Context: an optimization exercise on an open-source flow, tuned for small area, a short achievable clock period and few clock cycles per item. The choices shown serve that exercise and are no tape-out recipe. The RTL was checked by simulation tests, not by an equivalence proof against the original design.

===== flow/flow/run.sh =====
#!/bin/bash
set -o pipefail
bash standard.sh SETUP_SLACK_MARGIN=19 finish > flow_make.log 2>&1

===== flow/standard.sh =====
#!/bin/bash
# synth_recipe.tcl (not shown) runs the flow's synth.tcl, then flattens the netlist and writes it again
# the make line also repeats each setting of config.mk as NAME=value (left out here)
make -C /OpenROAD-flow-scripts/flow DESIGN_CONFIG=/design/flow/config.mk WORK_HOME=/design/flow/orfs CLKGATE_MAP_FILE= SYNTH_SCRIPT=/design/flow/synth_recipe.tcl "${@:-finish}"

===== flow/config.mk =====
export PLATFORM = sky130hd
export DESIGN_NAME = opx_xalu
export DESIGN_NICKNAME = opx_xalu
export VERILOG_FILES = /design/flow/design.v
export SDC_FILE = /design/flow/constraint.sdc
export NUM_CORES = 4
export LEC_CHECK = 0
export CAP_MARGIN = 40
export CORE_MARGIN = 2
export CORE_UTILIZATION = 40
export PLACE_DENSITY = 0.6
export SLEW_MARGIN = 40

===== flow/constraint.sdc =====
create_clock -name core_clock -period 27.0 [get_ports {clk}]
set_input_delay 5.4000 -clock core_clock [delete_from_list [all_inputs] [get_ports {clk}]]
set_output_delay 5.4000 -clock core_clock [all_outputs]
set_load 0.01 [all_outputs]

===== flow/design.v =====
module opx_xalu (
    input  wire        clk,
    input  wire        rst,
    input  wire        in_valid,
    output wire        in_ready,
    input  wire [4:0]  in_op,
    input  wire [3:0]  in_fn,
    input  wire [31:0] in_a,
    input  wire [31:0] in_b,
    input  wire        in_c,
    output reg         out_valid,
    output reg  [63:0] out_res,
    output reg  [5:0]  out_fset,
    output reg  [5:0]  out_fmask,
    output reg         out_illegal
);
    localparam [5:0] F_Z = 6'h01, F_N = 6'h02, F_C = 6'h04, F_V = 6'h08,
                     F_S = 6'h10, F_DZ = 6'h20;
    localparam [5:0] F_ZN = F_Z | F_N, F_ZNCV = F_Z | F_N | F_C | F_V;
    localparam [4:0] OP_ADD = 5'h00, OP_ADDC = 5'h01, OP_SUB = 5'h02, OP_SUBC = 5'h03,
                     OP_ADDS = 5'h04, OP_SUBS = 5'h05, OP_AND = 5'h06, OP_OR = 5'h07,
                     OP_XOR = 5'h08, OP_ANDN = 5'h09, OP_SHL = 5'h0A, OP_SHR = 5'h0B,
                     OP_SAR = 5'h0C, OP_MIN = 5'h0D, OP_MAX = 5'h0E, OP_MINU = 5'h0F,
                     OP_MAXU = 5'h10, OP_MUL = 5'h11, OP_MULH = 5'h12, OP_MULQ = 5'h13,
                     OP_MULW = 5'h14, OP_DIV = 5'h15, OP_DIVS = 5'h16, OP_DIVU = 5'h17,
                     OP_REM = 5'h18, OP_REMU = 5'h19, OP_UNARY = 5'h1A, OP_CMP = 5'h1B,
                     OP_ADDI = 5'h1C, OP_LOGI = 5'h1D, OP_SHIFTI = 5'h1E, OP_CMPI = 5'h1F;
    localparam [31:0] IMAX = 32'h7FFF_FFFF, IMIN = 32'h8000_0000;
    reg        rdy;         
    reg        v1;
    reg [4:0]  op1;
    reg [3:0]  fn1;
    reg [31:0] a1;
    reg [31:0] b1;          
    reg        c1;
    reg        lng1;        
    reg        swp1;        
    reg        st;          
    reg        fin;         
    reg        al;          
    reg [5:0]  cnt;         
    reg        dz1, ovf1, qneg1, rneg1;
    reg        v2;
    reg [4:0]  op2;
    reg [3:0]  fn2;
    reg [31:0] t2;          
    reg        c2;          
    reg        o2;          
    reg [47:0] m2;          
    assign in_ready = rdy;
    wire in_fa = (in_a[31:15] == 17'h00000) | (in_a[31:15] == 17'h1FFFF);
    wire in_fb = (in_b[31:15] == 17'h00000) | (in_b[31:15] == 17'h1FFFF);
    wire in_mul = (in_op == OP_MUL) | (in_op == OP_MULH) | (in_op == OP_MULQ) | (in_op == OP_MULW);
    wire in_div = (in_op == OP_DIV) | (in_op == OP_DIVS) | (in_op == OP_DIVU) |
                  (in_op == OP_REM) | (in_op == OP_REMU);
    wire in_multi = in_div | (in_mul & !in_fa & !in_fb);
    localparam K_AX0 = 0, K_YB = 1, K_YA = 2, K_Y80 = 3, K_INV = 4, K_CIN = 5,
               K_TSUM = 6, K_TAND = 7, K_TOR = 8, K_TXOR = 9, K_TANDN = 10, K_TNOT = 11,
               K_TSHL = 12, K_TSHR = 13, K_SAR = 14, K_TMIN = 15, K_TMAX = 16, K_MMU = 17,
               K_TCLZ = 18, K_TPOP = 19, K_TSX8 = 20, K_TSX16 = 21, K_TSX24 = 22, K_TRND = 23,
               K_TMUL = 24, K_DIV = 25, K_SGN = 26, K_REM = 27, K_MULQ = 28, KW = 29;
    reg [KW-1:0] kd;
    always @* begin
        kd = {KW{1'b0}};
        case (in_op)
            OP_ADD, OP_ADDI, OP_ADDS: begin kd[K_YB] = 1'b1; kd[K_TSUM] = 1'b1; end
            OP_ADDC: begin kd[K_YB] = 1'b1; kd[K_CIN] = in_c; kd[K_TSUM] = 1'b1; end
            OP_SUB, OP_SUBS: begin kd[K_YB] = 1'b1; kd[K_INV] = 1'b1; kd[K_CIN] = 1'b1; kd[K_TSUM] = 1'b1; end
            OP_SUBC: begin kd[K_YB] = 1'b1; kd[K_INV] = 1'b1; kd[K_CIN] = in_c; kd[K_TSUM] = 1'b1; end
            OP_AND:  kd[K_TAND] = 1'b1;
            OP_OR:   kd[K_TOR] = 1'b1;
            OP_XOR:  kd[K_TXOR] = 1'b1;
            OP_ANDN: kd[K_TANDN] = 1'b1;
            OP_SHL:  kd[K_TSHL] = 1'b1;
            OP_SHR:  kd[K_TSHR] = 1'b1;
            OP_SAR:  begin kd[K_TSHR] = 1'b1; kd[K_SAR] = 1'b1; end
            OP_LOGI: begin
                kd[K_TAND] = (in_fn == 4'd0);
                kd[K_TOR]  = (in_fn == 4'd1);
                kd[K_TXOR] = (in_fn == 4'd2);
            end
            OP_SHIFTI: begin
                kd[K_TSHL] = (in_fn == 4'd0);
                kd[K_TSHR] = (in_fn == 4'd1) | (in_fn == 4'd2);
                kd[K_SAR]  = (in_fn == 4'd2);
            end
            OP_MIN, OP_MAX, OP_MINU, OP_MAXU: begin
                kd[K_YB] = 1'b1; kd[K_INV] = 1'b1; kd[K_CIN] = 1'b1;
                kd[K_TMIN] = in_op[0];
                kd[K_TMAX] = !in_op[0];
                kd[K_MMU]  = (in_op == OP_MINU) | (in_op == OP_MAXU);
            end
            OP_CMP, OP_CMPI: begin
                kd[K_YB] = 1'b1; kd[K_INV] = 1'b1; kd[K_CIN] = 1'b1;
                kd[K_TSUM] = (in_fn != 4'd6);
                kd[K_TAND] = (in_fn == 4'd6);
            end
            OP_MUL, OP_MULH, OP_MULW: kd[K_TMUL] = 1'b1;
            OP_MULQ: begin kd[K_TMUL] = 1'b1; kd[K_MULQ] = 1'b1; end
            OP_DIV, OP_DIVS, OP_REM: begin
                kd[K_AX0] = 1'b1; kd[K_YA] = 1'b1; kd[K_DIV] = 1'b1; kd[K_SGN] = 1'b1;
                kd[K_INV] = in_a[31]; kd[K_CIN] = in_a[31]; kd[K_TSUM] = 1'b1;
                kd[K_REM] = (in_op == OP_REM);
            end
            OP_DIVU, OP_REMU: begin
                kd[K_AX0] = 1'b1; kd[K_YA] = 1'b1; kd[K_DIV] = 1'b1; kd[K_TSUM] = 1'b1;
                kd[K_REM] = (in_op == OP_REMU);
            end
            OP_UNARY: begin
                case (in_fn)
                    4'd0, 4'd1: begin
                        kd[K_AX0] = 1'b1; kd[K_YA] = 1'b1; kd[K_INV] = 1'b1; kd[K_CIN] = 1'b1;
                        kd[K_TSUM] = 1'b1;
                    end
                    4'd2, 4'd3: begin
                        kd[K_AX0] = 1'b1; kd[K_YA] = 1'b1; kd[K_INV] = in_a[31]; kd[K_CIN] = in_a[31];
                        kd[K_TSUM] = 1'b1;
                    end
                    4'd4: kd[K_TNOT] = 1'b1;
                    4'd5: begin kd[K_AX0] = 1'b1; kd[K_YA] = 1'b1; kd[K_TCLZ] = 1'b1; end
                    4'd6: kd[K_TSX8] = 1'b1;
                    4'd7: kd[K_TSX16] = 1'b1;
                    4'd8: kd[K_TSX24] = 1'b1;
                    4'd9: begin kd[K_Y80] = 1'b1; kd[K_TRND] = 1'b1; end
                    4'd10: kd[K_TPOP] = 1'b1;
                    default: ;
                endcase
            end
            default: ;
        endcase
    end
    reg [KW-1:0] k;         
    wire is_div  = k[K_DIV];
    wire sgn_div = k[K_SGN];
    wire is_rem  = k[K_REM];
    wire div_setup = is_div & !st;
    wire [31:0] dv_r = t2;
    wire [31:0] dv_q = m2[31:0];
    wire [32:0] dv_t1 = {1'b0, dv_r} - {1'b0, b1};
    wire        dv_ge1 = !dv_t1[32];
    wire [31:0] dv_r1 = dv_ge1 ? dv_t1[31:0] : dv_r;
    wire [32:0] dv_t2 = {1'b0, dv_r1} - {2'b0, b1[31:1]};
    wire        dv_ge2 = !dv_t2[32];
    wire [31:0] dv_r2 = dv_ge2 ? dv_t2[31:0] : dv_r1;
    wire        dv_one = (cnt == 6'd1);
    wire [31:0] dv_rn = dv_one ? dv_r1 : dv_r2;
    wire [31:0] dv_qn = dv_one ? {dv_q[30:0], dv_ge1} : {dv_q[29:0], dv_ge1, dv_ge2};
    wire        dv_selr = is_rem | dz1;
    wire [31:0] dv_val = dv_selr ? dv_r : dv_q;
    wire        dv_neg = dv_selr ? rneg1 : qneg1;
    wire        dv_fin = is_div & st;
    wire [31:0] ax = k[K_AX0] ? 32'd0 : a1;
    wire [31:0] ay_p = ({32{k[K_YB]}} & b1) | ({32{k[K_YA]}} & a1) |
                       {24'd0, k[K_Y80], 7'd0};
    wire [31:0] ay = dv_fin ? (dv_val ^ {32{dv_neg}}) : (ay_p ^ {32{k[K_INV]}});
    wire        acin = dv_fin ? dv_neg : k[K_CIN];
    wire [32:0] sum  = {1'b0, ax} + {1'b0, ay} + {32'd0, acin};
    wire        s_c  = sum[32];
    wire        s_v  = (ax[31] == ay[31]) & (sum[31] != ax[31]);
    wire        lt_s = sum[31] ^ s_v;
    wire        lt_u = !s_c;
    function [5:0] clz32(input [31:0] x);
        reg [15:0] kv1;
        reg [15:0] kc1;
        reg [7:0]  kv2;
        reg [15:0] kc2;
        reg [3:0]  kv3;
        reg [11:0] kc3;
        reg [1:0]  kv4;
        reg [7:0]  kc4;
        integer i;
        begin
            for (i = 0; i < 16; i = i + 1) begin
                kv1[i] = x[2*i+1] | x[2*i];
                kc1[i] = !x[2*i+1];
            end
            for (i = 0; i < 8; i = i + 1) begin
                kv2[i] = kv1[2*i+1] | kv1[2*i];
                kc2[2*i +: 2] = kv1[2*i+1] ? {1'b0, kc1[2*i+1]} : {1'b1, kc1[2*i]};
            end
            for (i = 0; i < 4; i = i + 1) begin
                kv3[i] = kv2[2*i+1] | kv2[2*i];
                kc3[3*i +: 3] = kv2[2*i+1] ? {1'b0, kc2[4*i+2 +: 2]} : {1'b1, kc2[4*i +: 2]};
            end
            for (i = 0; i < 2; i = i + 1) begin
                kv4[i] = kv3[2*i+1] | kv3[2*i];
                kc4[4*i +: 4] = kv3[2*i+1] ? {1'b0, kc3[6*i+3 +: 3]} : {1'b1, kc3[6*i +: 3]};
            end
            if (kv4[1])      clz32 = {2'b00, kc4[7:4]};
            else if (kv4[0]) clz32 = {2'b01, kc4[3:0]};
            else             clz32 = 6'd32;
        end
    endfunction
    function [5:0] popc32(input [31:0] x);
        reg [31:0] p2;
        reg [23:0] p3;
        reg [15:0] p4;
        reg [9:0]  p5;
        integer i;
        begin
            for (i = 0; i < 16; i = i + 1) p2[2*i +: 2] = {1'b0, x[2*i]} + {1'b0, x[2*i+1]};
            for (i = 0; i < 8; i = i + 1)  p3[3*i +: 3] = {1'b0, p2[4*i +: 2]} + {1'b0, p2[4*i+2 +: 2]};
            for (i = 0; i < 4; i = i + 1)  p4[4*i +: 4] = {1'b0, p3[6*i +: 3]} + {1'b0, p3[6*i+3 +: 3]};
            for (i = 0; i < 2; i = i + 1)  p5[5*i +: 5] = {1'b0, p4[8*i +: 4]} + {1'b0, p4[8*i+4 +: 4]};
            popc32 = {1'b0, p5[4:0]} + {1'b0, p5[9:5]};
        end
    endfunction
    function [31:0] rev32(input [31:0] x);
        integer i;
        begin
            for (i = 0; i < 32; i = i + 1) rev32[i] = x[31 - i];
        end
    endfunction
    wire [31:0] nb   = (sgn_div & b1[31]) ? (32'd0 - b1) : b1;
    wire [5:0]  za   = clz32(sum[31:0]);       
    wire [5:0]  zb   = clz32(nb);
    wire [6:0]  sdif = {1'b0, zb} - {1'b0, za};
    wire        dzs  = (b1 == 32'd0);
    wire        dskip = dzs | sdif[6];         
    wire [4:0]  dsh  = sdif[4:0];
    wire [31:0] sh_in  = al ? rev32(b1) : (k[K_TSHL] ? rev32(a1) : a1);
    wire [4:0]  sh_amt = al ? cnt[4:0] : b1[4:0];
    wire        sh_fill = k[K_SAR] & a1[31];
    wire signed [32:0] sh_x = {sh_fill, sh_in};
    wire [32:0] sh_o   = sh_x >>> sh_amt;
    wire        sh_big = |b1[31:5];
    wire [31:0] sh_r   = sh_big ? {32{sh_fill}} : sh_o[31:0];
    wire [31:0] sh_l   = sh_big ? 32'd0 : rev32(sh_o[31:0]);
    wire [31:0] sh_ld  = rev32(sh_o[31:0]);
    wire [31:0] mx = swp1 ? b1 : a1;
    wire [31:0] my = swp1 ? a1 : b1;
    wire [16:0] my17 = st ? {my[31], my[31:16]} : (lng1 ? {1'b0, my[15:0]} : {my[15], my[15:0]});
    wire [31:0] madd = st ? m2[47:16] : {1'b0, k[K_MULQ], 30'd0};
    wire signed [31:0] mxs  = mx;
    wire signed [16:0] mys  = my17;
    wire signed [31:0] mas  = madd;
    wire signed [47:0] mres = mxs * mys + mas;
    wire        mq_sat = (a1 == IMIN) & (b1 == IMIN);
    wire [31:0] t1 = ({32{k[K_TSUM]}}  & sum[31:0]) |
                     ({32{k[K_TAND]}}  & (a1 & b1)) |
                     ({32{k[K_TOR]}}   & (a1 | b1)) |
                     ({32{k[K_TXOR]}}  & (a1 ^ b1)) |
                     ({32{k[K_TANDN]}} & (a1 & ~b1)) |
                     ({32{k[K_TNOT]}}  & ~a1) |
                     ({32{k[K_TSHL]}}  & sh_l) |
                     ({32{k[K_TSHR]}}  & sh_r) |
                     ({32{k[K_TMIN] & ((k[K_MMU] ? lt_u : lt_s))}} & a1) |
                     ({32{k[K_TMIN] & !((k[K_MMU] ? lt_u : lt_s))}} & b1) |
                     ({32{k[K_TMAX] & ((k[K_MMU] ? lt_u : lt_s))}} & b1) |
                     ({32{k[K_TMAX] & !((k[K_MMU] ? lt_u : lt_s))}} & a1) |
                     ({32{k[K_TCLZ]}}  & {26'd0, za}) |
                     ({32{k[K_TPOP]}}  & {26'd0, popc32(a1)}) |
                     ({32{k[K_TSX8]}}  & {{24{a1[7]}}, a1[7:0]}) |
                     ({32{k[K_TSX16]}} & {{16{a1[15]}}, a1[15:0]}) |
                     ({32{k[K_TSX24]}} & {{8{a1[23]}}, a1[23:0]}) |
                     ({32{k[K_TRND]}}  & {sum[31:8], 8'h00}) |
                     ({32{k[K_TMUL]}}  & {16'd0, m2[15:0]});
    always @(posedge clk) begin
        if (rst) begin
            rdy       <= 1'b1;
            v1        <= 1'b0;
            st        <= 1'b0;
            fin       <= 1'b0;
            al        <= 1'b0;
            v2        <= 1'b0;
            out_valid <= 1'b0;
        end else begin
            out_valid <= v2;
            v2 <= v1 & rdy;
            if (rdy) begin
                v1  <= in_valid;
                st  <= 1'b0;
                fin <= 1'b0;
                al  <= 1'b0;
                rdy <= !(in_valid & in_multi);
            end else if (is_div) begin
                st <= 1'b1;
                al <= !st & !dskip;
                if (!st) begin
                    fin <= dskip;
                    rdy <= dskip;
                end else if (al) begin
                    fin <= 1'b0;
                    rdy <= 1'b0;
                end else begin
                    fin <= (cnt <= 6'd2);
                    rdy <= (cnt <= 6'd2);
                end
            end else begin
                st  <= 1'b1;
                rdy <= 1'b1;
            end
        end
    end
    always @(posedge clk) begin
        if (rdy) begin
            op1  <= in_op;
            fn1  <= in_fn;
            a1   <= in_a;
            b1   <= in_b;
            c1   <= in_c;
            lng1 <= !in_fa & !in_fb;
            k    <= kd;
            swp1 <= in_fa & !in_fb;
        end else if (is_div) begin
            if (!st) begin
                b1    <= nb;                          
                cnt   <= {1'b0, dsh};
                dz1   <= dzs;
                ovf1  <= (a1 == IMIN) & (b1 == 32'hFFFF_FFFF);
                qneg1 <= sgn_div & (a1[31] ^ b1[31]);
                rneg1 <= sgn_div & a1[31];
            end else if (al) begin
                b1  <= sh_ld;                         
                cnt <= cnt + 6'd1;
            end else begin
                b1  <= {2'b00, b1[31:2]};
                cnt <= cnt - 6'd2;
            end
        end
    end
    always @(posedge clk) begin
        op2 <= op1;
        fn2 <= fn1;
        if (is_div & !st) begin
            t2 <= sum[31:0];                   
            m2 <= 48'd0;
        end else if (al) begin
            t2 <= t2;
            m2 <= m2;
        end else if (is_div & !fin) begin
            t2 <= dv_rn;
            m2 <= {16'd0, dv_qn};
        end else begin
            t2 <= t1;
            m2 <= mres;
        end
        if (is_div) begin
            c2 <= dz1;
            o2 <= ovf1;
        end else if (k[K_TMUL]) begin
            c2 <= st;
            o2 <= mq_sat;
        end else begin
            c2 <= s_c;
            o2 <= s_v;
        end
    end
    wire        z2 = (t2 == 32'd0);
    wire        n2 = t2[31];
    wire [63:0] prod = c2 ? {m2, t2[15:0]} : {{16{m2[47]}}, m2};
    reg [63:0] r_res;
    reg [5:0]  r_fs;        
    reg [5:0]  r_fm;
    reg        r_ill;
    reg        holds;
    always @* begin
        r_res = {32'd0, t2};
        r_fs  = {2'b00, o2, c2, n2, z2};
        r_fm  = 6'd0;
        r_ill = 1'b0;
        holds = 1'b0;
        case (op2)
            OP_ADD, OP_ADDI, OP_ADDC, OP_SUB, OP_SUBC: r_fm = F_ZNCV;
            OP_ADDS, OP_SUBS: begin
                if (o2) begin
                    r_res = {32'd0, n2 ? IMAX : IMIN};
                    r_fs  = {2'b01, 2'b00, !n2, 1'b0};
                    r_fm  = F_ZN | F_S;
                end else begin
                    r_fm  = F_ZN;
                end
            end
            OP_AND, OP_OR, OP_XOR, OP_ANDN, OP_SHL, OP_SHR, OP_SAR: r_fm = F_ZN;
            OP_LOGI, OP_SHIFTI: begin
                if (fn2[3:2] != 2'd0 || fn2[1:0] == 2'd3) begin
                    r_ill = 1'b1;
                    r_res = 64'd0;
                end else begin
                    r_fm = F_ZN;
                end
            end
            OP_MIN, OP_MAX, OP_MINU, OP_MAXU: ;
            OP_MUL:  r_res = {32'd0, prod[31:0]};
            OP_MULH: r_res = {32'd0, prod[63:32]};
            OP_MULW: r_res = prod;
            OP_MULQ: begin
                r_res = {32'd0, o2 ? IMAX : prod[62:31]};
                r_fs  = 6'h10;
                r_fm  = o2 ? F_S : 6'd0;
            end
            OP_DIV, OP_DIVS, OP_DIVU, OP_REM, OP_REMU: begin
                r_fs = {c2, 1'b1, o2, 3'b000};
                if (c2) begin
                    r_fm = (op2 == OP_DIV) ? (F_DZ | F_V) : F_DZ;
                    r_fs[3] = 1'b0;
                    case (op2)
                        OP_DIVU:         r_res = {32'd0, 32'hFFFF_FFFF};
                        OP_REM, OP_REMU: r_res = {32'd0, t2};
                        default:         r_res = {32'd0, n2 ? IMIN : IMAX};
                    endcase
                end else if (op2 == OP_DIV) begin
                    r_fm = F_V;
                end else if (op2 == OP_DIVS && o2) begin
                    r_res = {32'd0, IMAX};
                    r_fm = F_S;
                end
            end
            OP_CMP, OP_CMPI: begin
                case (fn2)
                    4'd0: holds = z2;
                    4'd1: holds = !z2;
                    4'd2: holds = n2 ^ o2;
                    4'd3: holds = (n2 ^ o2) | z2;
                    4'd4: holds = !c2;
                    4'd5: holds = !c2 | z2;
                    4'd6: holds = !z2;
                    default: r_ill = 1'b1;
                endcase
                r_res = {64{holds}};
                if (fn2 == 4'd6)  r_fm = F_ZN;
                else if (!r_ill) r_fm = F_ZNCV;
            end
            OP_UNARY: begin
                case (fn2)
                    4'd0: r_fm = F_ZNCV;
                    4'd1, 4'd3: begin  
                        if (o2) begin
                            r_res = {32'd0, IMAX};
                            r_fs  = 6'h10;
                            r_fm  = F_ZN | F_S;
                        end else begin
                            r_fm  = F_ZN;
                        end
                    end
                    4'd2: r_fm = F_ZN | F_V;
                    4'd4: r_fm = F_ZN;
                    4'd5, 4'd6, 4'd7, 4'd8, 4'd10: ;
                    4'd9: begin  
                        if (o2) begin
                            r_res = {32'd0, 32'h7FFF_FF00};
                            r_fs  = 6'h10;
                            r_fm  = F_S;
                        end
                    end
                    default: begin
                        r_ill = 1'b1;
                        r_res = 64'd0;
                    end
                endcase
            end
            default: ;
        endcase
    end
    always @(posedge clk) begin
        out_res     <= r_res;
        out_fset    <= r_fs & r_fm;
        out_fmask   <= r_fm;
        out_illegal <= r_ill;
    end
endmodule

==> results of run 1 <==
==> worst register-to-register path, delay by kind of cell, from the launching register on <==
kind                     cells  cell delay, ns
adder cells (fa/ha/maj)      7            3.42
AO/OA/AOI/OAI                8            2.25
buffers and inverters        8            1.35
AND/OR/NAND/NOR              3            0.37
flip-flops                   1            0.33
XOR/XNOR                     1            0.10
==> sequential cells by signal, summed over array words and instances, names as in the netlist, 4 cells and up <==
signal     count
fn1            4
a1            32
fn2            4
b1            32
cnt            6
k             28
op1            5
t2            32
out_fmask      5
out_fset       6
m2            48
out_res       64
op2            5
==> cells in the final DEF (no fill, tap or decap), types with 155 or more instances in the layout <==
master | netlist | layout
clkdlybuf4s50_1 | 0 | 155
inv_1 | 819 | 804
buf_4 | 1 | 251
nor2_1 | 474 | 468
a21oi_1 | 368 | 361
fa_1 | 577 | 575
nand2_1 | 849 | 845
xnor2_1 | 187 | 187
o21ai_0 | 351 | 328
ha_1 | 332 | 325
==> path summary, 6_finish.rpt <==
| check | startpoint | to | slack, ns |
|---|---|---|---|
| max | a1[26] | m2[46] | 19.08 |
| min | op1[0] | op2[0] | 0.34 |
| max reg2reg | a1[26] | m2[46] | 19.08 |
| min reg2reg | op1[0] | op2[0] | 0.34 |
==> Yosys cell counts (74+ instances only) <==
master	instances	area share [%]
a21oi_1	368	3.6
clkbuf_1	321	2.4
dfxtp_1	142	5.6
edfxtp_1	145	8.6
fa_1	577	23
ha_1	332	8.2
inv_1	819	6.1
mux2i_1	133	2.6
nand2_1	849	6.3
nor2_1	474	3.5
nor2b_1	74	0.92
o21a_1	76	1.1
o21ai_0	351	3.5
xnor2_1	187	3.2
==> kinds of logic (layout without fill, tap and decap cells) <==
logic type | Yosys count | after routing | synth area share [%]
other cells | 0 | 17 | 0
buf+inv | 1205 | 1349 | 9.03
compound gates | 1569 | 1573 | 20.4
xor+xnor | 236 | 236 | 4.10
fa+ha+maj | 909 | 909 | 31.1
simple gates | 1833 | 1833 | 16.1
mux | 221 | 229 | 4.96
flops | 287 | 287 | 14.3
==> layout make-up <==
cell class                      count  share of cell area, %
Clock buffer                       41                   1.71
Tap cell                         1650                   3.59
Multi-Input combinational cell   4780                   68.6
Antenna cell                       17                 0.0739
Sequential cell                   287                   12.5
Clock inverter                     27                  0.498
Timing Repair Buffer              456                   7.51
Inverter                          825                   5.47
==> routing by layer <==
| layer | up-vias | part of all wire, % |
|---|---|---|
| met1 | 25000 | 37 |
| met2 | 3486 | 42 |
| met5 | - | 0.073 |
| met3 | 986 | 12 |
| met4 | 14 | 8.7 |
| li1 | 21600 | - |
==> metrics by stage <==
stage	cell area (sq um)	cells	worst slack, ns	utilization (%)
after floorplan	50500	6260	19.00	-
after global placement	54200	7877	17.11	43.2
after detailed placement	54200	7878	16.82	43.3
after CTS	56300	7988	18.88	44.9
after global routing	57500	8068	18.96	45.9
final	57600	8083	19.08	45.9
==> what timing repair did <==
action,4_1_cts,5_1_grt
hold buffers,0,0
pin swaps,5,15
resized for setup,54,95
setup buffers,34,64
endpoints found under the hold margin,0,0
setup endpoints to repair,52,33
gates cloned,8,12
==> out/results.ini, run 1 <==
[drt]
routed_wl_mm = 246
num_vias = 51100
antenna_left = 0
drt-initial-drc-count = 7033
routedWlPerCell_microns = 30.4
drt_first_pass_iters = 10
viasPerCell = 6.32
drc = 0

[cts]
tritoncts = done
cts_buffers = 37
cts_max_level = 2
clk_pin_slew_ns = 0.07
clk_latency_ns = 0.62
root_buffer = clkbuf_16
clk_path_buf_depth = 3
clock-sinks = 287

[global_routing]
grt.total_usage_pct = 36.4
busiest_layer = met2
grt_first_pass_wirelength_mm = 344
use_met2_pct = 54.5
grt-ovfl-total = 0
grt_antenna_before_repair = 25
grt_max_degree = 78
grt_pass1_vias = 49000
grtUsageMet3_pct = 10.4
globalRouteMet1Util_pct = 45.3

[floorplan]
die_y_microns = 359
core_sq_um = 125000
io_pins = 156
rows = 130
dieArea_sq_um = 129000
start_util_pct = 40.2
die_w_microns = 359

[sta]
finalCritPeriodShare_pct = 29.3
worst_pin_slew_ns = 1.07
rsz0062_at_grt = false
tns_ns = 0
fmax_mhz = 126
finClkSkew_ns = 0.0365
holdWs_ns = 0.345
hold_viol = 0
final-setup-viol-count = 0
drv_slew = 0
slew_headroom_pct = 28.3
fin_crit_ns = 7.92

[synthesis]
synth_seq_cells = 287
async_flop_share_pct = 0
synth_cells = 6260
ys_seq_area_share_pct = 14.3
synth_cell_types = 100
syn-cell-area_sq_um = 50500
synth_edf_count = 145
synth_fp_nets = 7246
syn_area_per_cell_sq_um = 8.06
ys.flop_type = edfxtp_1
ys_warn_count = 1

[critical_path]
rr_worst_depth = 27
endpoint_kind = flip-flop
cp.depth = 27
critical_path_required_ns = 27.50
cp_num_buf_inv = 8
cp.arrival_ns = 8.42
slowest_delay_ns = 0.55
crit_fanout = 11
critPathTopFamily = adder cells
worstSetupStartpointType = flip-flop
slowest_stage = fa_1
crit_type = flip-flop to flip-flop

[placed_design]
routabilityCongestion = 1.04
hpwl_mm = 176
io_buffers = 155

[min_path]
worst_hold_path_type = flip-flop to flip-flop
hold_depth = 0

[layout]
fillers = 12400
drive_above_1_share_pct = 9.60
seq_area_sq_um = 7210
multi_input_area_sq_um = 39500
fin_nets = 7373
synthToLayoutAreaGrowth_pct = 14.1

[outcome]
status = no timing/DRC/antenna violations

[flow_run]
cap_violations = 0

Testbench counts, summed over its fixed seeds: cycles 17,992, ops 16,000.
==> run 2, diff against run 1 <==
--- a/flow/design.v
+++ b/flow/design.v
@@ -36,7 +36,6 @@
     reg        lng1;        
     reg        swp1;        
     reg        st;          
-    reg        fin;         
     reg        al;          
     reg [5:0]  cnt;         
     reg        dz1, ovf1, qneg1, rneg1;
@@ -46,8 +45,9 @@
     reg [31:0] t2;          
     reg        c2;          
     reg        o2;          
+    reg        dn2;         
     reg [47:0] m2;          
-    assign in_ready = rdy;
+    reg [47:0] mc2;         
     wire in_fa = (in_a[31:15] == 17'h00000) | (in_a[31:15] == 17'h1FFFF);
     wire in_fb = (in_b[31:15] == 17'h00000) | (in_b[31:15] == 17'h1FFFF);
     wire in_mul = (in_op == OP_MUL) | (in_op == OP_MULH) | (in_op == OP_MULQ) | (in_op == OP_MULW);
@@ -58,15 +58,16 @@
                K_TSUM = 6, K_TAND = 7, K_TOR = 8, K_TXOR = 9, K_TANDN = 10, K_TNOT = 11,
                K_TSHL = 12, K_TSHR = 13, K_SAR = 14, K_TMIN = 15, K_TMAX = 16, K_MMU = 17,
                K_TCLZ = 18, K_TPOP = 19, K_TSX8 = 20, K_TSX16 = 21, K_TSX24 = 22, K_TRND = 23,
-               K_TMUL = 24, K_DIV = 25, K_SGN = 26, K_REM = 27, K_MULQ = 28, KW = 29;
+               K_TMUL = 24, K_DIV = 25, K_SGN = 26, K_REM = 27, K_MULQ = 28, K_CC = 29,
+               K_SA = 30, KW = 31;
     reg [KW-1:0] kd;
     always @* begin
         kd = {KW{1'b0}};
         case (in_op)
             OP_ADD, OP_ADDI, OP_ADDS: begin kd[K_YB] = 1'b1; kd[K_TSUM] = 1'b1; end
-            OP_ADDC: begin kd[K_YB] = 1'b1; kd[K_CIN] = in_c; kd[K_TSUM] = 1'b1; end
+            OP_ADDC: begin kd[K_YB] = 1'b1; kd[K_CC] = 1'b1; kd[K_TSUM] = 1'b1; end
             OP_SUB, OP_SUBS: begin kd[K_YB] = 1'b1; kd[K_INV] = 1'b1; kd[K_CIN] = 1'b1; kd[K_TSUM] = 1'b1; end
-            OP_SUBC: begin kd[K_YB] = 1'b1; kd[K_INV] = 1'b1; kd[K_CIN] = in_c; kd[K_TSUM] = 1'b1; end
+            OP_SUBC: begin kd[K_YB] = 1'b1; kd[K_INV] = 1'b1; kd[K_CC] = 1'b1; kd[K_TSUM] = 1'b1; end
             OP_AND:  kd[K_TAND] = 1'b1;
             OP_OR:   kd[K_TOR] = 1'b1;
             OP_XOR:  kd[K_TXOR] = 1'b1;
@@ -99,7 +100,7 @@
             OP_MULQ: begin kd[K_TMUL] = 1'b1; kd[K_MULQ] = 1'b1; end
             OP_DIV, OP_DIVS, OP_REM: begin
                 kd[K_AX0] = 1'b1; kd[K_YA] = 1'b1; kd[K_DIV] = 1'b1; kd[K_SGN] = 1'b1;
-                kd[K_INV] = in_a[31]; kd[K_CIN] = in_a[31]; kd[K_TSUM] = 1'b1;
+                kd[K_SA] = 1'b1; kd[K_TSUM] = 1'b1;
                 kd[K_REM] = (in_op == OP_REM);
             end
             OP_DIVU, OP_REMU: begin
@@ -113,7 +114,7 @@
                         kd[K_TSUM] = 1'b1;
                     end
                     4'd2, 4'd3: begin
-                        kd[K_AX0] = 1'b1; kd[K_YA] = 1'b1; kd[K_INV] = in_a[31]; kd[K_CIN] = in_a[31];
+                        kd[K_AX0] = 1'b1; kd[K_YA] = 1'b1; kd[K_SA] = 1'b1;
                         kd[K_TSUM] = 1'b1;
                     end
                     4'd4: kd[K_TNOT] = 1'b1;
@@ -145,15 +146,13 @@
     wire        dv_one = (cnt == 6'd1);
     wire [31:0] dv_rn = dv_one ? dv_r1 : dv_r2;
     wire [31:0] dv_qn = dv_one ? {dv_q[30:0], dv_ge1} : {dv_q[29:0], dv_ge1, dv_ge2};
-    wire        dv_selr = is_rem | dz1;
-    wire [31:0] dv_val = dv_selr ? dv_r : dv_q;
-    wire        dv_neg = dv_selr ? rneg1 : qneg1;
-    wire        dv_fin = is_div & st;
+    wire        dv_neg = (is_rem | dz1) ? rneg1 : qneg1;
     wire [31:0] ax = k[K_AX0] ? 32'd0 : a1;
     wire [31:0] ay_p = ({32{k[K_YB]}} & b1) | ({32{k[K_YA]}} & a1) |
                        {24'd0, k[K_Y80], 7'd0};
-    wire [31:0] ay = dv_fin ? (dv_val ^ {32{dv_neg}}) : (ay_p ^ {32{k[K_INV]}});
-    wire        acin = dv_fin ? dv_neg : k[K_CIN];
+    wire        inv  = k[K_INV] | (k[K_SA] & a1[31]);
+    wire [31:0] ay = ay_p ^ {32{inv}};
+    wire        acin = k[K_CIN] | (k[K_CC] & c1) | (k[K_SA] & a1[31]);
     wire [32:0] sum  = {1'b0, ax} + {1'b0, ay} + {32'd0, acin};
     wire        s_c  = sum[32];
     wire        s_v  = (ax[31] == ay[31]) & (sum[31] != ax[31]);
@@ -212,14 +211,15 @@
         end
     endfunction
     wire [31:0] nb   = (sgn_div & b1[31]) ? (32'd0 - b1) : b1;
-    wire [5:0]  za   = clz32(sum[31:0]);       
-    wire [5:0]  zb   = clz32(nb);
+    wire [5:0]  za   = clz32(a1);
+    wire [5:0]  zu   = clz32(a1);                     
+    wire [5:0]  zb   = clz32(b1);
     wire [6:0]  sdif = {1'b0, zb} - {1'b0, za};
     wire        dzs  = (b1 == 32'd0);
-    wire        dskip = dzs | sdif[6];         
+    wire        dskip = dz1 | sdif[6];         
     wire [4:0]  dsh  = sdif[4:0];
     wire [31:0] sh_in  = al ? rev32(b1) : (k[K_TSHL] ? rev32(a1) : a1);
-    wire [4:0]  sh_amt = al ? cnt[4:0] : b1[4:0];
+    wire [4:0]  sh_amt = al ? dsh : b1[4:0];
     wire        sh_fill = k[K_SAR] & a1[31];
     wire signed [32:0] sh_x = {sh_fill, sh_in};
     wire [32:0] sh_o   = sh_x >>> sh_amt;
@@ -230,11 +230,42 @@
     wire [31:0] mx = swp1 ? b1 : a1;
     wire [31:0] my = swp1 ? a1 : b1;
     wire [16:0] my17 = st ? {my[31], my[31:16]} : (lng1 ? {1'b0, my[15:0]} : {my[15], my[15:0]});
-    wire [31:0] madd = st ? m2[47:16] : {1'b0, k[K_MULQ], 30'd0};
-    wire signed [31:0] mxs  = mx;
-    wire signed [16:0] mys  = my17;
-    wire signed [31:0] mas  = madd;
-    wire signed [47:0] mres = mxs * mys + mas;
+    reg [431:0] pp;
+    reg [47:0] pneg;
+    reg        bo, bt, bn, ps;
+    reg [32:0] psel;
+    integer bi;
+    always @* begin
+        pneg = 48'd0;
+        for (bi = 0; bi < 9; bi = bi + 1) begin
+            bn = (bi == 8) ? my17[16] : my17[2*bi+1];
+            bo = my17[2*bi] ^ ((bi == 0) ? 1'b0 : my17[2*bi-1]);
+            bt = (bn & !my17[2*bi] & !((bi == 0) ? 1'b0 : my17[2*bi-1])) |
+                 (!bn & my17[2*bi] & ((bi == 0) ? 1'b0 : my17[2*bi-1]));
+            psel = ({33{bo}} & {mx[31], mx}) | ({33{bt}} & {mx, 1'b0});
+            psel = psel ^ {33{bn}};
+            ps = ((bo | bt) & mx[31]) ^ bn;
+            pp[48*bi +: 48] = ({15'd0, !ps, psel} << (2 * bi));
+            pneg[2*bi] = bn;
+        end
+        pneg[30] = k[K_MULQ] & !st;        
+    end
+    localparam [47:0] MCONST = 48'd0
+                             - 48'h0002_0000_0000 - 48'h0008_0000_0000 - 48'h0020_0000_0000
+                             - 48'h0080_0000_0000 - 48'h0200_0000_0000 - 48'h0800_0000_0000
+                             - 48'h2000_0000_0000 - 48'h8000_0000_0000;
+    function [95:0] csa(input [47:0] x, input [47:0] y, input [47:0] z);
+        csa = {((x & y) | (x & z) | (y & z)) << 1, x ^ y ^ z};
+    endfunction
+    wire [95:0] cs1a = csa(pp[47:0], pp[95:48], pp[143:96]);
+    wire [95:0] cs1b = csa(pp[191:144], pp[239:192], pp[287:240]);
+    wire [95:0] cs1c = csa(pp[335:288], pp[383:336], pp[431:384]);
+    wire [95:0] cs2a = csa(cs1a[47:0], cs1a[95:48], cs1b[47:0]);
+    wire [95:0] cs2b = csa(cs1b[95:48], cs1c[47:0], cs1c[95:48]);
+    wire [95:0] cs3a = csa(cs2a[47:0], cs2a[95:48], cs2b[47:0]);
+    wire [95:0] cs3b = csa(cs2b[95:48], pneg, MCONST);
+    wire [95:0] cs4  = csa(cs3a[47:0], cs3a[95:48], cs3b[47:0]);
+    wire [95:0] cs5  = csa(cs4[47:0], cs4[95:48], cs3b[95:48]);
     wire        mq_sat = (a1 == IMIN) & (b1 == IMIN);
     wire [31:0] t1 = ({32{k[K_TSUM]}}  & sum[31:0]) |
                      ({32{k[K_TAND]}}  & (a1 & b1)) |
@@ -248,47 +279,44 @@
                      ({32{k[K_TMIN] & !((k[K_MMU] ? lt_u : lt_s))}} & b1) |
                      ({32{k[K_TMAX] & ((k[K_MMU] ? lt_u : lt_s))}} & b1) |
                      ({32{k[K_TMAX] & !((k[K_MMU] ? lt_u : lt_s))}} & a1) |
-                     ({32{k[K_TCLZ]}}  & {26'd0, za}) |
+                     ({32{k[K_TCLZ]}}  & {26'd0, zu}) |
                      ({32{k[K_TPOP]}}  & {26'd0, popc32(a1)}) |
                      ({32{k[K_TSX8]}}  & {{24{a1[7]}}, a1[7:0]}) |
                      ({32{k[K_TSX16]}} & {{16{a1[15]}}, a1[15:0]}) |
                      ({32{k[K_TSX24]}} & {{8{a1[23]}}, a1[23:0]}) |
-                     ({32{k[K_TRND]}}  & {sum[31:8], 8'h00}) |
-                     ({32{k[K_TMUL]}}  & {16'd0, m2[15:0]});
+                     ({32{k[K_TRND]}}  & {sum[31:8], 8'h00});
+    reg rdy_n;
+    always @* begin
+        if (rdy)
+            rdy_n = !(in_valid & in_multi);
+        else if (is_div)
+            rdy_n = (!st) ? 1'b0 : (al ? (dskip | (dsh <= 5'd1)) : (cnt <= 6'd4));
+        else
+            rdy_n = 1'b1;              
+    end
+    reg nrdy_o;             
+    assign in_ready = !nrdy_o;
     always @(posedge clk) begin
         if (rst) begin
             rdy       <= 1'b1;
+            nrdy_o    <= 1'b0;
             v1        <= 1'b0;
             st        <= 1'b0;
-            fin       <= 1'b0;
             al        <= 1'b0;
             v2        <= 1'b0;
             out_valid <= 1'b0;
         end else begin
             out_valid <= v2;
             v2 <= v1 & rdy;
+            rdy <= rdy_n;
+            nrdy_o <= !rdy_n;
             if (rdy) begin
                 v1  <= in_valid;
                 st  <= 1'b0;
-                fin <= 1'b0;
                 al  <= 1'b0;
-                rdy <= !(in_valid & in_multi);
-            end else if (is_div) begin
-                st <= 1'b1;
-                al <= !st & !dskip;
-                if (!st) begin
-                    fin <= dskip;
-                    rdy <= dskip;
-                end else if (al) begin
-                    fin <= 1'b0;
-                    rdy <= 1'b0;
-                end else begin
-                    fin <= (cnt <= 6'd2);
-                    rdy <= (cnt <= 6'd2);
-                end
             end else begin
                 st  <= 1'b1;
-                rdy <= 1'b1;
+                al  <= is_div & !st;
             end
         end
     end
@@ -304,15 +332,15 @@
             swp1 <= in_fa & !in_fb;
         end else if (is_div) begin
             if (!st) begin
+                a1    <= sum[31:0];                   
                 b1    <= nb;                          
-                cnt   <= {1'b0, dsh};
                 dz1   <= dzs;
                 ovf1  <= (a1 == IMIN) & (b1 == 32'hFFFF_FFFF);
                 qneg1 <= sgn_div & (a1[31] ^ b1[31]);
                 rneg1 <= sgn_div & a1[31];
             end else if (al) begin
-                b1  <= sh_ld;                         
-                cnt <= cnt + 6'd1;
+                b1  <= dz1 ? 32'd0 : (dskip ? 32'hFFFF_FFFF : sh_ld);
+                cnt <= dskip ? 6'd1 : ({1'b0, dsh} + 6'd1);
             end else begin
                 b1  <= {2'b00, b1[31:2]};
                 cnt <= cnt - 6'd2;
@@ -322,19 +350,20 @@
     always @(posedge clk) begin
         op2 <= op1;
         fn2 <= fn1;
-        if (is_div & !st) begin
-            t2 <= sum[31:0];                   
+        if (al) begin
+            t2 <= a1;                          
             m2 <= 48'd0;
-        end else if (al) begin
-            t2 <= t2;
-            m2 <= m2;
-        end else if (is_div & !fin) begin
+            mc2 <= cs5[95:48];
+        end else if (is_div) begin
             t2 <= dv_rn;
             m2 <= {16'd0, dv_qn};
+            mc2 <= cs5[95:48];
         end else begin
             t2 <= t1;
-            m2 <= mres;
+            m2 <= cs5[47:0];
+            mc2 <= cs5[95:48];
         end
+        dn2 <= dv_neg;
         if (is_div) begin
             c2 <= dz1;
             o2 <= ovf1;
@@ -348,7 +377,11 @@
     end
     wire        z2 = (t2 == 32'd0);
     wire        n2 = t2[31];
-    wire [63:0] prod = c2 ? {m2, t2[15:0]} : {{16{m2[47]}}, m2};
+    wire [47:0] mlo  = c2 ? {{16{out_res[47]}}, out_res[47:16]} : 48'd0;
+    wire [47:0] mm   = m2 + mc2 + mlo;
+    wire [63:0] prod = c2 ? {mm, out_res[15:0]} : {{16{mm[47]}}, mm};
+    wire [31:0] dvv  = ((op2 == OP_REM) | (op2 == OP_REMU) | c2) ? t2 : m2[31:0];
+    wire [31:0] dres = dn2 ? (32'd0 - dvv) : dvv;
     reg [63:0] r_res;
     reg [5:0]  r_fs;        
     reg [5:0]  r_fm;
@@ -390,14 +423,15 @@
                 r_fm  = o2 ? F_S : 6'd0;
             end
             OP_DIV, OP_DIVS, OP_DIVU, OP_REM, OP_REMU: begin
+                r_res = {32'd0, dres};
                 r_fs = {c2, 1'b1, o2, 3'b000};
                 if (c2) begin
                     r_fm = (op2 == OP_DIV) ? (F_DZ | F_V) : F_DZ;
                     r_fs[3] = 1'b0;
                     case (op2)
                         OP_DIVU:         r_res = {32'd0, 32'hFFFF_FFFF};
-                        OP_REM, OP_REMU: r_res = {32'd0, t2};
-                        default:         r_res = {32'd0, n2 ? IMIN : IMAX};
+                        OP_REM, OP_REMU: r_res = {32'd0, dres};
+                        default:         r_res = {32'd0, dres[31] ? IMIN : IMAX};
                     endcase
                 end else if (op2 == OP_DIV) begin
                     r_fm = F_V;
@@ -451,6 +485,7 @@
             end
             default: ;
         endcase
+        if (!v2) r_res = prod;
     end
     always @(posedge clk) begin
         out_res     <= r_res;
==> flow/flow/run.sh (replaced) <==
#!/bin/bash
set -o pipefail
bash standard.sh SETUP_SLACK_MARGIN=20.5 "BUFFER_PORTS_ARGS=-buffer_cell sky130_fd_sc_hd__buf_4" finish > flow_make.log 2>&1
--- a/flow/config.mk
+++ b/flow/config.mk
@@ -5,8 +5,9 @@
 export SDC_FILE = /design/flow/constraint.sdc
 export NUM_CORES = 4
 export LEC_CHECK = 0
+export ABC_AREA = 1
 export CAP_MARGIN = 40
 export CORE_MARGIN = 2
-export CORE_UTILIZATION = 40
-export PLACE_DENSITY = 0.6
+export CORE_UTILIZATION = 50
+export PLACE_DENSITY = 0.65
 export SLEW_MARGIN = 40
==> out/results.ini, run 2 <==
[drt]
antenna_left = 0
routed_wl_mm = 260
drt-initial-drc-count = 8467
drc = 0
viasPerCell = 6.52
drt_first_pass_iters = 12
num_vias = 57600
routedWlPerCell_microns = 29.5

[cts]
cts_hold_buf = 0
tritoncts = done
clk_path_buf_depth = 3
root_buffer = clkbuf_16
clock-sinks = 335
clk_pin_slew_ns = 0.07
clk_latency_ns = 0.68
cts_buffers = 44
cts_max_level = 2

[synthesis]
ys_warn_count = 1
synth_edf_count = 116
yosys.area.top_type_share_pct = 12.3
ys_seq_area_share_pct = 16.0
async_flop_share_pct = 0
synth_seq_cells = 335
synth.most_common_cell = nand2_1
synth_fp_nets = 8142
syn_area_per_cell_sq_um = 6.63
synth_area_leaders = nand2_1 (12%), fa_1 (12%), dfxtp_1 (8.9%), ha_1 (8.6%), inv_1 (7.4%)
yosysTopAreaCell = nand2_1
ys.flop_type = dfxtp_1
syn-cell-area_sq_um = 49200
synth_cell_types = 68
synth_cells = 7427
synthTopCellsByCount = nand2_1 (1608), inv_1 (972), nor2_1 (627), o21ai_0 (537), nand3_1 (519)

[global_routing]
grt_first_pass_wirelength_mm = 369
grt.total_usage_pct = 49.8
grt_antenna_before_repair = 22
grt_pass1_vias = 53000
grt_max_degree = 101
grt-ovfl-total = 0

[floorplan]
dieArea_sq_um = 101000
start_util_pct = 50.2
core_sq_um = 98000
die_w_microns = 318
io_pins = 156
die_y_microns = 318
rows = 115

[critical_path]
critical_path_required_ns = 21.60
crit_fanout = 2
crit_type = flip-flop to output pin
setup.worst_path.start = out_res[21]
slowest_delay_ns = 0.39
rr_startpoint = a1[20]
critPathTopFamily = flip-flops
cp_num_buf_inv = 1
worstSetupStartpointType = flip-flop
endpoint_kind = output pin
slowest_stage = dfxtp_4
cp.arrival_ns = 1.18
crit_chain = buf_6

[layout]
final_cells = 8838
drive_above_1_share_pct = 9.47
synthToLayoutAreaGrowth_pct = 11.3
final_common_cell = nand2_1
final_util_pct = 55.9
fillers = 9819
largest_register_ffs = 64
fin_nets = 8220
mostFrequentLayoutCells = nand2_1 (1598), inv_1 (953), nor2_1 (611)
top_regs = out_res: 64 flops, m2: 48 flops, mc2: 44 flops
regMostFlops = out_res
postLayoutCellArea_sq_um = 54800

[placed_design]
placed_area_sq_um = 51800
routabilityCongestion = 1.20
hpwl_mm = 197
placed_cells = 8652
io_buffers = 155

[sta]
finClkSkew_ns = 0.0487
fin_crit_ns = 6.58
fmax_mhz = 152
rsz0062_at_grt = true
hold_viol = 0
slew_headroom_pct = 34.6
worst_pin_slew_ns = 0.981
drv_slew = 0
finalCritPeriodShare_pct = 24.4
tns_ns = 0
final-setup-viol-count = 0

[min_path]
hold_path.startpoint = op1[1]
worst_hold_path_type = flip-flop to flip-flop

[outcome]
status = no timing/DRC/antenna violations

[flow_run]
cap_violations = 0

==> run 2: metal layers <==
layer,vias up,GRT usage [%],part of all wire (%)
li1,24800,-,-
met1,26900,59.1,35
met2,4571,71.8,40
met3,1304,17.5,14
met4,20,42.7,11
met5,-,0,0.076
==> run 2: logic make-up after synthesis <==
| group | after synthesis | synth area share, % |
|---|---|---|
| simple gates | 3062 | 26.2 |
| compound gates | 1593 | 18.9 |
| buf+inv | 1385 | 10.8 |
| fa+ha+maj | 638 | 20.8 |
| xor+xnor | 404 | 7.19 |
| flops | 335 | 16.0 |
| mux | 10 | 0.206 |
==> run 2: area by class of cell <==
cell class	count	area (sq um)	area share [%]
diodes	12	30.0	0.0548
clock buffers	54	1210	2.21
clock inverters	26	230	0.420
inverters	1007	3860	7.05
multi-input cells	5708	36300	66.3
flip-flops and latches	335	8010	14.6
well taps	1287	1610	2.94
repair buffers	408	3490	6.37
repair inverters	1	7.51	0.0137
==> run 2: final timing paths <==
check | slack [ns] | depth (start not counted) | endpoint
worst max-delay path | 20.42 | 1 | out_res[21]
worst min-delay path | 0.34 | 0 | op2[1]
worst max register to register | 20.54 | 21 | b1[23]
worst min register to register | 0.34 | 0 | op2[1]
==> run 2: repair_timing <==
action | CTS | global route
gates cloned | 1 | 1
resized for setup | 139 | 115
setup buffers | 39 | 50
pin swaps | 0 | 5
endpoints found under the setup margin | 153 | 171
==> run 2: metrics by stage <==
step | hold slack (ns) | worst slack (ns)
floorplan | 0.323 | 20.41
global placement | 0.327 | 19.73
detailed placement | 0.327 | 19.68
CTS | 0.340 | 20.44
global route | 0.349 | 20.43
finish | 0.341 | 20.42
Testbench counts of run 2, summed over its fixed seeds: cycles 17,971, ops 16,000.
==> run 3, diff against run 2 <==
--- a/flow/design.v
+++ b/flow/design.v
@@ -36,7 +36,6 @@
     reg        lng1;        
     reg        swp1;        
     reg        st;          
-    reg        al;          
     reg [5:0]  cnt;         
     reg        dz1, ovf1, qneg1, rneg1;
     reg        v2;
@@ -211,15 +210,16 @@
         end
     endfunction
     wire [31:0] nb   = (sgn_div & b1[31]) ? (32'd0 - b1) : b1;
-    wire [5:0]  za   = clz32(a1);
+    wire        sa   = sgn_div & a1[31];
+    wire [5:0]  za   = clz32(a1 ^ {32{sa}});
     wire [5:0]  zu   = clz32(a1);                     
-    wire [5:0]  zb   = clz32(b1);
-    wire [6:0]  sdif = {1'b0, zb} - {1'b0, za};
+    wire [5:0]  zb   = clz32(nb);
+    wire [6:0]  sdif = {1'b0, zb} - {1'b0, za} + {6'd0, sa};
     wire        dzs  = (b1 == 32'd0);
-    wire        dskip = dz1 | sdif[6];         
+    wire        dskip = dzs | sdif[6];         
     wire [4:0]  dsh  = sdif[4:0];
-    wire [31:0] sh_in  = al ? rev32(b1) : (k[K_TSHL] ? rev32(a1) : a1);
-    wire [4:0]  sh_amt = al ? dsh : b1[4:0];
+    wire [31:0] sh_in  = div_setup ? rev32(nb) : (k[K_TSHL] ? rev32(a1) : a1);
+    wire [4:0]  sh_amt = div_setup ? dsh : b1[4:0];
     wire        sh_fill = k[K_SAR] & a1[31];
     wire signed [32:0] sh_x = {sh_fill, sh_in};
     wire [32:0] sh_o   = sh_x >>> sh_amt;
@@ -290,7 +290,7 @@
         if (rdy)
             rdy_n = !(in_valid & in_multi);
         else if (is_div)
-            rdy_n = (!st) ? 1'b0 : (al ? (dskip | (dsh <= 5'd1)) : (cnt <= 6'd4));
+            rdy_n = (!st) ? (dskip | (dsh <= 5'd1)) : (cnt <= 6'd4);
         else
             rdy_n = 1'b1;              
     end
@@ -302,7 +302,6 @@
             nrdy_o    <= 1'b0;
             v1        <= 1'b0;
             st        <= 1'b0;
-            al        <= 1'b0;
             v2        <= 1'b0;
             out_valid <= 1'b0;
         end else begin
@@ -313,10 +312,8 @@
             if (rdy) begin
                 v1  <= in_valid;
                 st  <= 1'b0;
-                al  <= 1'b0;
             end else begin
                 st  <= 1'b1;
-                al  <= is_div & !st;
             end
         end
     end
@@ -332,15 +329,12 @@
             swp1 <= in_fa & !in_fb;
         end else if (is_div) begin
             if (!st) begin
-                a1    <= sum[31:0];                   
-                b1    <= nb;                          
+                b1    <= dzs ? 32'd0 : (dskip ? 32'hFFFF_FFFF : sh_ld);
+                cnt   <= dskip ? 6'd1 : ({1'b0, dsh} + 6'd1);
                 dz1   <= dzs;
                 ovf1  <= (a1 == IMIN) & (b1 == 32'hFFFF_FFFF);
                 qneg1 <= sgn_div & (a1[31] ^ b1[31]);
                 rneg1 <= sgn_div & a1[31];
-            end else if (al) begin
-                b1  <= dz1 ? 32'd0 : (dskip ? 32'hFFFF_FFFF : sh_ld);
-                cnt <= dskip ? 6'd1 : ({1'b0, dsh} + 6'd1);
             end else begin
                 b1  <= {2'b00, b1[31:2]};
                 cnt <= cnt - 6'd2;
@@ -350,8 +344,8 @@
     always @(posedge clk) begin
         op2 <= op1;
         fn2 <= fn1;
-        if (al) begin
-            t2 <= a1;                          
+        if (div_setup) begin
+            t2 <= sum[31:0];                   
             m2 <= 48'd0;
             mc2 <= cs5[95:48];
         end else if (is_div) begin
==> out/results.ini, run 3 <==
[drt]
routedWlPerCell_microns = 30.3
num_vias = 58000
routed_wl_mm = 265
drt_first_pass_iters = 14
drc = 0
antenna_left = 0
drt-initial-drc-count = 9741
viasPerCell = 6.63

[layout]
synthToLayoutAreaGrowth_pct = 11.8
mostFrequentLayoutCells = nand2_1 (1532), inv_1 (897), nand3_1 (650)
drive_above_1_share_pct = 10.1
final_util_pct = 56.1
largest_register_ffs = 64
regMostFlops = out_res
final_common_cell = nand2_1
top_regs = out_res: 64 flops, m2: 48 flops, mc2: 44 flops
final_cells = 8735
fin_nets = 8127
postLayoutCellArea_sq_um = 54900

[critical_path]
cp.arrival_ns = 7.33
ff2ff_setup_slack_ns = 20.62
slowest_delay_ns = 0.57
rr_worst_depth = 33
setup.worst_path.start = in_b[30]
crit_chain = buf_8 > nand4_1 > nor4_2 > nand2_1 > o21ai_4 > nor2_4 > o2111ai_2 > nand2_1 > inv_2 > nor2_2
critical_path_required_ns = 27.54
endpoint_kind = flip-flop
cp_num_buf_inv = 2
crit_fanout = 3
worstSetupStartpointType = primary input
cpMostUsedCell = nand2_1
slowest_stage = nand4_1
reg2reg_to = t2[19]
cp.depth = 10
rr_startpoint = b1[3]
crit_type = primary input to flip-flop
critPathTopFamily = simple AND/OR/NAND/NOR gates
critPathCapture = nrdy_o

[synthesis]
synth_area_leaders = fa_1 (12%), nand2_1 (12%), dfxtp_1 (8.9%), ha_1 (8.8%), edfxtp_1 (7.1%)
syn-cell-area_sq_um = 49100
synth.most_common_cell = nand2_1
yosys.area.top_type_share_pct = 12.2
synth_cell_types = 77
synth_edf_count = 116
synth_seq_cells = 334
ys_seq_area_share_pct = 16.0
ys_warn_count = 1
yosysTopAreaCell = fa_1
ys.flop_type = dfxtp_1
synth_cells = 7332
syn_area_per_cell_sq_um = 6.70
synth_fp_nets = 8053
async_flop_share_pct = 0
synthTopCellsByCount = nand2_1 (1551), inv_1 (917), nand3_1 (654), nor2_1 (555), o21ai_0 (472)

[floorplan]
die_w_microns = 318
dieArea_sq_um = 101000
core_sq_um = 97800
io_pins = 156
die_y_microns = 318
start_util_pct = 50.2
rows = 115

[sta]
slew_headroom_pct = 35.1
worst_pin_slew_ns = 0.964
tns_ns = 0
finClkSkew_ns = 0.0471
rsz0062_at_grt = true
final-setup-viol-count = 0
fmax_mhz = 147
fin_crit_ns = 6.78
finalCritPeriodShare_pct = 25.1
drv_slew = 0
hold_viol = 0

[placed_design]
placed_cells = 8565
placed_area_sq_um = 51800
routabilityCongestion = 1.15
io_buffers = 155
hpwl_mm = 201

[global_routing]
grt_first_pass_wirelength_mm = 370
grt-ovfl-total = 0
grt_pass1_vias = 52300
grt_max_degree = 76
grt.total_usage_pct = 50.2
grt_antenna_before_repair = 15

[min_path]
worst_hold_path_type = flip-flop to flip-flop

[outcome]
status = no timing/DRC/antenna violations

[cts]
cts_buffers = 43
clk_pin_slew_ns = 0.06
clk_path_buf_depth = 3
tritoncts = done
root_buffer = clkbuf_16
cts_hold_buf = 0
cts_max_level = 2
clock-sinks = 334
clk_latency_ns = 0.66

[flow_run]
cap_violations = 0

==> run 3: cell types whose count changed after synthesis, moves of 29 or more <==
cell,before,now
nand3_1,519,654
inv_1,972,917
o22ai_1,319,287
o21ai_0,537,472
nand2_1,1608,1551
clkbuf_1,287,258
nor2_1,627,555
o21ai_1,15,48
==> run 3: worst register-to-register path: cells and delay by family (launching register included) <==
kind                     cells  cell delay [ns]
AND/OR/NAND/NOR             13             1.67
AO/OA/AOI/OAI               11             2.29
adder cells (fa/ha/maj)      3             0.80
buffers and inverters        6             1.12
flip-flops                   1             0.36
==> run 3: area by class of cell <==
cell class,instances,area (sq um)
clock buffer,59,1230
timing repair buffer,397,3500
fill,9648,42900
clock inverter,19,211
multi-input combinational,5665,36700
tap,1287,1610
inverter,965,3720
sequential,334,7950
antenna,9,22.5
==> run 3: worst min-delay path by stage <==
stage                     cells after the start  endpoint  startpoint  slack (ns)
final                                         0    op2[1]      op1[1]        0.34
after CTS                                     0    op2[1]      op1[1]        0.34
after global placement                        0    op2[0]      op1[0]        0.32
after floorplan                               0    fn2[0]      fn1[0]        0.32
after global routing                          0    op2[1]      op1[1]        0.34
after detailed placement                      0    op2[2]      op1[2]        0.33
==> run 3: cells by family after synthesis <==
logic type                 after synthesis  synth area share [%]
and+or+nand+nor                       3032                  26.2
AOI/OAI and AO/OA                     1580                  19.1
buffers and inverters                 1335                  10.5
adders and majority gates              644                  21.0
xor gates and xnor gates               404                  7.20
DFF                                    334                  16.0
muxes                                    3                0.0636
==> run 3: repair_timing <==
item,4_1_cts,5_1_grt
gates cloned,0,6
resized for setup,170,125
pin swaps,6,14
buffers inserted,30,45
setup endpoints to repair,198,151
hold endpoints to repair,0,0
==> run 3: per-layer routing <==
metal	vias up	routed length [microns]	GRT usage, %
met4	32	25100	37.3
li1	24700	-	-
met2	4856	101000	68.2
met1	27100	96600	64.3
met5	-	337	0.567
met3	1219	41900	18.9
==> run 3: through the flow <==
step,worst slack (ns),hold slack (ns)
floorplan,20.18,0.323
finish,20.22,0.338
global route,20.25,0.340
CTS,20.39,0.338
detailed placement,19.13,0.328
global placement,18.25,0.324
Testbench counts of run 3, summed over its fixed seeds: cycles 17,662, ops 16,000.
==> run 4, diff against run 3 <==
==> flow/flow/run.sh (replaced) <==
#!/bin/bash
set -o pipefail
bash standard.sh SETUP_SLACK_MARGIN=20.2 "BUFFER_PORTS_ARGS=-buffer_cell sky130_fd_sc_hd__buf_4" finish > flow_make.log 2>&1
==> out/results.ini, run 4 <==
[outcome]
status = no timing/DRC/antenna violations

[synthesis]
synth_seq_cells = 334
synth_area_leaders = fa_1 (12%), nand2_1 (12%), dfxtp_1 (8.9%), ha_1 (8.8%), edfxtp_1 (7.1%)
async_flop_share_pct = 0
synth_edf_count = 116
syn-cell-area_sq_um = 49100
ys.flop_type = dfxtp_1
yosys.area.top_type_share_pct = 12.2
synth_cells = 7332
syn_area_per_cell_sq_um = 6.70
synthTopCellsByCount = nand2_1 (1551), inv_1 (917), nand3_1 (654), nor2_1 (555), o21ai_0 (472)
yosysTopAreaCell = fa_1
ys_seq_area_share_pct = 16.0
synth_cell_types = 77
synth_fp_nets = 8053
synth.most_common_cell = nand2_1
ys_warn_count = 1

[drt]
routedWlPerCell_microns = 31.2
routed_wl_mm = 272
drt-initial-drc-count = 10100
num_vias = 58100
antenna_left = 0
drt_first_pass_iters = 10
viasPerCell = 6.66
drc = 0

[layout]
synthToLayoutAreaGrowth_pct = 10.5
seq_area_sq_um = 7860
final_common_cell = nand2_1
top_regs = out_res: 64 flops, m2: 48 flops, mc2: 44 flops
drive_above_1_share_pct = 8.88
mostFrequentLayoutCells = nand2_1 (1535), inv_1 (903), nand3_1 (646)
fillers = 9657
regMostFlops = out_res
multi_input_area_sq_um = 36600
fin_nets = 8104
largest_register_ffs = 64

[floorplan]
start_util_pct = 50.2
die_y_microns = 318
rows = 115
core_sq_um = 97800
die_w_microns = 318
io_pins = 156
dieArea_sq_um = 101000

[sta]
finClkSkew_ns = 0.0449
slew_headroom_pct = 33.3
fin_crit_ns = 6.84
final-setup-viol-count = 0
fmax_mhz = 146
tns_ns = 0
finalCritPeriodShare_pct = 25.3
drv_slew = 0
worst_pin_slew_ns = 0.996
rsz0062_at_grt = true
hold_viol = 0

[global_routing]
grt.total_usage_pct = 51.7
grt_max_degree = 74
grt_antenna_before_repair = 20
grt_pass1_vias = 52900
grt-ovfl-total = 0
grt_first_pass_wirelength_mm = 379

[critical_path]
crit_chain = buf_4 > inv_1 > nor2_1 > inv_1 > nor2_1 > inv_1 > nor2_1 > a31oi_1 > nand2_1 > nand3_1 > nand2_1
worstSetupStartpointType = primary input
rr_worst_depth = 30
crit_type = primary input to flip-flop
ff2ff_setup_slack_ns = 20.18
rr_startpoint = b1[0]
slowest_delay_ns = 0.41
critical_path_required_ns = 27.38
crit_fanout = 7
reg2reg_to = b1[0]
cp.arrival_ns = 7.21
endpoint_kind = flip-flop
slowest_stage = nand2_1

[cts]
cts_max_level = 2
clk_path_buf_depth = 3
tritoncts = done
clk_pin_slew_ns = 0.06
root_buffer = clkbuf_16
cts_buffers = 44
clock-sinks = 334
clk_latency_ns = 0.70
cts_hold_buf = 0

[placed_design]
io_buffers = 155
routabilityCongestion = 1.12
hpwl_mm = 207

[min_path]
holdPathEnd = op2[3]
worst_hold_path_type = flip-flop to flip-flop
hold_depth = 0
hold_path.startpoint = op1[3]

[flow_run]
cap_violations = 0

-- run 4: cell counts after synthesis --
Identical to the previous run, type by type.
-- run 4: worst max path at each step --
stage	startpoint	to	cells past startpoint
final	in_op[3]	k[30]	11
after global routing	k[26]	t2[28]	36
after CTS	b1[0]	t2[28]	35
after detailed placement	a1[31]	t2[15]	28
after global placement	a1[31]	t2[27]	28
after floorplan	in_op[0]	k[5]	11
-- run 4: per-layer routing --
layer,routed length (microns),share of wire (%),track usage (%)
met4,25700,9.4,36.4
met1,97900,36,65.0
met3,43000,16,20.7
met5,161,0.059,0
met2,105000,39,71.7
-- run 4: cell families (layout without fill, tap and decap cells) --
group                    Yosys count  in the layout  share of synthesized area (%)
buffers and inverters           1335           1419                           10.5
AO/OA/AOI/OAI                   1580           1580                           19.1
multiplexers                       3              3                         0.0636
other                              0             12                              0
flip-flops                       334            334                           16.0
adder cells (fa/ha/maj)          644            644                           21.0
AND/OR/NAND/NOR                 3032           3034                           26.2
XOR/XNOR                         404            404                           7.20
-- run 4: worst max-delay path, delay by kind of cell --
family                 cells  cell delay [ns]
AND/OR/NAND/NOR            6             1.06
AO/OA/AOI/OAI              1             0.33
buffers and inverters      4             0.41
-- run 4: repair_timing --
action	CTS	global route
endpoints found under the setup margin	140	107
setup buffers	11	35
pin swaps	1	8
gates resized for setup	47	76
cloned	1	4
-- run 4: layout make-up --
class,instances,area share [%]
antenna,12,0.0553
clock buffer,49,2.16
clock inverter,32,0.687
inverter,965,6.77
multi-input combinational,5665,67.4
sequential,334,14.5
tap,1287,2.97
timing repair buffer,373,5.47
-- run 4: through the flow --
stage,worst slack [ns],area [sq um],hold WS [ns],utilization (%),cells
after global routing,20.07,54300,0.342,55.5,8707
final,20.16,54300,0.340,55.5,8717
after floorplan,20.14,49200,0.323,-,7332
after detailed placement,18.45,51800,0.327,52.9,8569
after global placement,18.15,51700,0.325,52.9,8568
after CTS,20.21,53600,0.341,54.8,8662

-- port drivers added, routing unchanged --
Ports are ideal in the flow. The routed layouts listed here were re-timed in OpenROAD.
Step 1, drivers: a clkbuf_16 drives clk and a buf_2 each remaining input, both assumed.
Step 2 also shifts input and output timing later by t, the mid clock arrival at the registers, as if the neighbouring blocks saw the same clock.
Slacks: ideal ports / drivers / drivers and shift; pairs: ideal ports / drivers.
run	shift t [ns]	slack for setup (ns)	clock arrival spread, ns	slew at the worst register clock pin (ns)
run 1	0.668	19.083 / 19.083 / 19.083	0.037 / 0.036	0.08 / 0.08
run 2	0.740	20.425 / 20.342 / 19.844	0.048 / 0.049	0.08 / 0.08
run 3	0.717	20.216 / 20.197 / 19.480	0.052 / 0.052	0.07 / 0.07
run 4	0.752	20.164 / 20.181 / 19.429	0.045 / 0.045	0.08 / 0.08
After both steps every run listed still meets setup and hold. The setup slack of run 3, which loses most, moves by -0.019 ns with the drivers and by -0.736 ns with both steps.
